This is an optimization exercise on Yosys and OpenROAD, whose aim is small area, a short achievable clock period and few clock cycles per item, not a production implementation.
Only simulation tests tie the RTL to the original design; equivalence was not proved.
Power and IR drop assume default switching activity.

== job 101 ==
Design zx36_exec, start of the top module:
module zx36_exec (
    input  wire        clk,
    input  wire        rst,
    input  wire        in_valid,
    output wire        in_ready,
    input  wire        in_dalu,
    input  wire [5:0]  in_fn,
    input  wire [71:0] in_a,
    input  wire [71:0] in_b,
    input  wire [3:0]  in_flags,
    input  wire        in_sat,
    output reg         out_valid,
    output reg  [71:0] out_result,
    output wire [3:0]  out_flags,
    output reg         out_wr,
    output reg         out_ill
);
==> flow/config.mk <==
export PLATFORM = sky130hd
export DESIGN_NAME = zx36_exec
export DESIGN_NICKNAME = zx36_exec
export VERILOG_FILES = /design/flow/design.v
export SDC_FILE = /design/flow/constraint.sdc
export NUM_CORES = 4
export LEC_CHECK = 0
export CAP_MARGIN = 35
export CORE_MARGIN = 2
export CORE_UTILIZATION = 35
export PLACE_DENSITY = 0.45
export SLEW_MARGIN = 20
==> flow/constraint.sdc <==
create_clock -name core_clock -period 15.0 [get_ports {clk}]
set_input_delay 3.0000 -clock core_clock [delete_from_list [all_inputs] [get_ports {clk}]]
set_output_delay 3.0000 -clock core_clock [all_outputs]
set_load 0.01 [all_outputs]
standard.sh (not shown) runs the stock make flow with config.mk's settings and CLKGATE_MAP_FILE= SYNTH_SCRIPT=/design/flow/synth_recipe.tcl, a recipe that flattens the netlist after the stock synthesis.
==> flow/flow/run.sh <==
#!/bin/bash
set -euo pipefail
bash standard.sh SETUP_SLACK_MARGIN=9 finish > flow_make.log 2>&1
Testbench counts of job 101, summed over its fixed seeds: cycles 38,327, items 16,000.
[inputs] job 102 vs job 101
==> flow/run.sh (new file) <==
#!/bin/bash
# synth_recipe.tcl (not shown) runs the flow's synth.tcl, then flattens the netlist and writes it again
# the make line also repeats each setting of config.mk as NAME=value (left out here)
make -C /OpenROAD-flow-scripts/flow DESIGN_CONFIG=/design/flow/config.mk WORK_HOME=/design/flow/orfs CLKGATE_MAP_FILE= SYNTH_SCRIPT=/design/flow/synth_recipe.tcl finish
removed: flow/flow/run.sh
removed: flow/standard.sh
Findings:
Any difference in net switching share of the total power between job 102 and job 101 is small enough to ignore. Job 101 vs job 102, category of the most critical setup path: in -> reg vs reg -> reg. When the final numbers for job 102 and job 101 were put side by side, the via total after detailed routing turned out to be greater in job 101. Of the two values seen for critical path endpoint, out_fl[3] was produced by job 102 and b1[26] by job 101. Looking at ratio of final minimum period to clock period, job 102 sits 7.7 points higher than job 101 does. On fraction of area in registers, job 102 and job 101 are neck and neck. Aggregate routed wire length improves in job 102 relative to job 101. Compared with job 101, job 102 ends up with less cell area. When the final numbers for job 102 and job 101 were put side by side, the path length in cells of the critical path turned out to be smaller in job 101.

* * *

Another version of the RTL of zx36_exec (not shown whole).
Size: ~7000 cells after synthesis, roughly 240 I/O pins, roughly 49000 um2 of cells after synthesis.
## zx36_exec
module zx36_exec (
    input  wire        clk,
    input  wire        rst,
    input  wire        in_valid,
    output wire        in_ready,
    input  wire        in_dalu,
    input  wire [5:0]  in_fn,
    input  wire [71:0] in_a,
    input  wire [71:0] in_b,
    input  wire [3:0]  in_flags,
    input  wire        in_sat,
    output reg         out_valid,
    output wire [71:0] out_result,
    output wire [3:0]  out_flags,
    output reg         out_wr,
    output reg         out_ill
);
clock: 15.0 ns
lec_check: 0
cap_margin: 35
core_margin: 2
core_utilization: 35
place_density: 0.45
slew_margin: 20
==> flow/flow/run.sh <==
#!/bin/bash
# Layout flow: the standard flow (standard.sh: standard synthesis,
# floorplan, placement, CTS, routing, finish) with three settings changed:
#  - ABC_AREA=1: ABC's area script for technology mapping;
#  - port buffers are buf_2 cells (every input and output still gets one);
set -euo pipefail
bash standard.sh ABC_AREA=1 SETUP_SLACK_MARGIN=10.5 CORE_UTILIZATION=45 \
  "BUFFER_PORTS_ARGS=-buffer_cell sky130_fd_sc_hd__buf_2" finish > flow_make.log 2>&1
Testbench counts at the start, summed over its fixed seeds: cycles 35,435, items 16,000.
Rerun with:
--- a/flow/flow/run.sh
+++ b/flow/flow/run.sh
@@ -7 +7 @@
-bash standard.sh ABC_AREA=1 SETUP_SLACK_MARGIN=10.5 CORE_UTILIZATION=45 \
+bash standard.sh ABC_AREA=1 SETUP_SLACK_MARGIN=10.5 CORE_UTILIZATION=50 \
After rerunning: Sequential cell count stays the same. Final cell count came out lower by 0.87%. Clock skew fell by 0.018 ns. Worst setup slack degrades by 0.10 ns. Power climbs by 1.4%. Via count goes up by 4.0%. Design area goes up by 0.74%. Wire length rose by 1.0%. Global-route usage increases by 5.6 points. Sequential share of layout area fell by 0.11 points.
Rerun with:
--- a/flow/flow/run.sh
+++ b/flow/flow/run.sh
@@ -7 +7 @@
-bash standard.sh ABC_AREA=1 SETUP_SLACK_MARGIN=10.5 CORE_UTILIZATION=50 \
+bash standard.sh ABC_AREA=1 SETUP_SLACK_MARGIN=10.35 \
After rerunning: Fmax decreases by a few percent. Combinational power is about the same. First-iteration DRC count came out lower by a quarter to a third.
Rerun with:
--- a/flow/flow/run.sh
+++ b/flow/flow/run.sh
@@ -7 +7 @@
-bash standard.sh ABC_AREA=1 SETUP_SLACK_MARGIN=10.35 \
+bash standard.sh ABC_AREA=1 SETUP_SLACK_MARGIN=10.5 \
Effect: The changed run completed with no timing, DRC or antenna violations. Sequential share of layout area decreases by 0.25 points. Hold slack gets better by 0.021 ns. Combinational power went up by about 2%. Fmax goes up by about 7%. Power increases by about 0.9%. Routed wire length barely changes. Design area goes up by 1.6%. Worst setup slack improves by 0.32 ns. Die area stays the same. Clock skew goes up by 0.0065 ns.

* * *

Setup of run B:
Another version of the RTL of zx36_exec (not shown whole).
Size: roughly 7800 cells after synthesis, ~360 flip-flops, ~55000 um2 of cells after synthesis.
==> flow/config.mk <==
export PLATFORM = sky130hd
export DESIGN_NAME = zx36_exec
export DESIGN_NICKNAME = zx36_exec
export VERILOG_FILES = /design/flow/design.v
export SDC_FILE = /design/flow/constraint.sdc
export NUM_CORES = 4
export LEC_CHECK = 0
export CAP_MARGIN = 35
export CORE_MARGIN = 2
export CORE_UTILIZATION = 35
export PLACE_DENSITY = 0.45
export SLEW_MARGIN = 20
==> flow/constraint.sdc <==
create_clock -name core_clock -period 15.0 [get_ports {clk}]
set_input_delay 3.0000 -clock core_clock [delete_from_list [all_inputs] [get_ports {clk}]]
set_output_delay 3.0000 -clock core_clock [all_outputs]
set_load 0.01 [all_outputs]
==> flow/flow/run.sh <==
#!/bin/bash
# Layout flow: the standard flow (standard.sh: standard synthesis,
# floorplan, placement, CTS, routing, finish) with three settings changed:
#  - ABC_AREA=1: ABC's area script for technology mapping;
#  - port buffers are buf_2 cells (every input and output still gets one);
set -euo pipefail
bash standard.sh ABC_AREA=1 SETUP_SLACK_MARGIN=10 \
  "BUFFER_PORTS_ARGS=-buffer_cell sky130_fd_sc_hd__buf_2" finish > flow_make.log 2>&1
Testbench counts of run B, summed over its fixed seeds: cycles 32,543, items 16,000.
For run E, these inputs were changed with respect to run B:
-- flow/flow/run.sh --
<<< run B, line 7
bash standard.sh ABC_AREA=1 SETUP_SLACK_MARGIN=10 \
>>> run E, line 7
bash standard.sh ABC_AREA=1 SETUP_SLACK_MARGIN=10.5 \
--- outcome ---
Run E -> run B: area of the core region delta 0, exact match
Reported for run B and run E, area of the die turned out identical to the last digit.
Count of fill cells added during filler insertion: run E vs run B down about 2.6%
Compared with run B, finished layout cell area in run E increased by a little under 10%.
Looking at via count, run E sits about 3% higher than run B does.
On run E: clock power share is 0.7 points lower than what run B gave.
Changes observed in run E relative to run B: combinational power grew by about 10%; total power grew by 8.6%; count of endpoints failing setup in the final report held steady.

## afterwards: timing with drivers on the ports
The results above use ideal ports. As a check the final layouts listed here were re-extracted and re-timed, cells and wires unchanged. Step 1 (the two cells are an assumption about what drives the block):
set clk [get_ports {clk}]
set_driving_cell -lib_cell sky130_fd_sc_hd__clkbuf_16 $clk
set_driving_cell -lib_cell sky130_fd_sc_hd__buf_2 [delete_from_list [all_inputs] $clk]
Step 2 adds t to the input delays and takes it off the output delays; t is the mean of the earliest and latest rising clock arrival at the registers after step 1. Input paths then give back, and output paths get back, about the clock's delay inside the block. Slacks: no drivers / after step 1 / after step 2; pairs: no drivers / after step 1.
run	t (ns)	setup slack, ns	hold slack, ns	clock arrival spread, ns
job 101	0.746	9.151 / 9.089 / 8.468	0.341 / 0.341 / 0.341	0.031 / 0.030
job 102	0.746	7.991 / 7.991 / 7.991	0.341 / 0.341 / 0.341	0.032 / 0.032
the first run of note 2	0.748	10.402 / 10.402 / 9.863	0.447 / 0.447 / 0.447	0.043 / 0.044
the second run of note 2	0.747	10.300 / 10.300 / 9.877	0.347 / 0.347 / 0.347	0.026 / 0.026
the third run of note 2	0.774	10.095 / 10.095 / 9.783	0.353 / 0.353 / 0.353	0.055 / 0.055
the fourth run of note 2	0.748	10.410 / 10.410 / 9.973	0.374 / 0.374 / 0.374	0.059 / 0.058
run B	0.748	9.818 / 9.818 / 9.269	0.354 / 0.354 / 0.354	0.062 / 0.061
run E	0.752	10.207 / 10.207 / 9.842	0.343 / 0.343 / 0.343	0.041 / 0.041
After both steps every run listed still meets setup and hold. For job 101, which loses most, drivers alone change the setup slack by -0.062 ns; drivers and shift together by -0.683 ns.
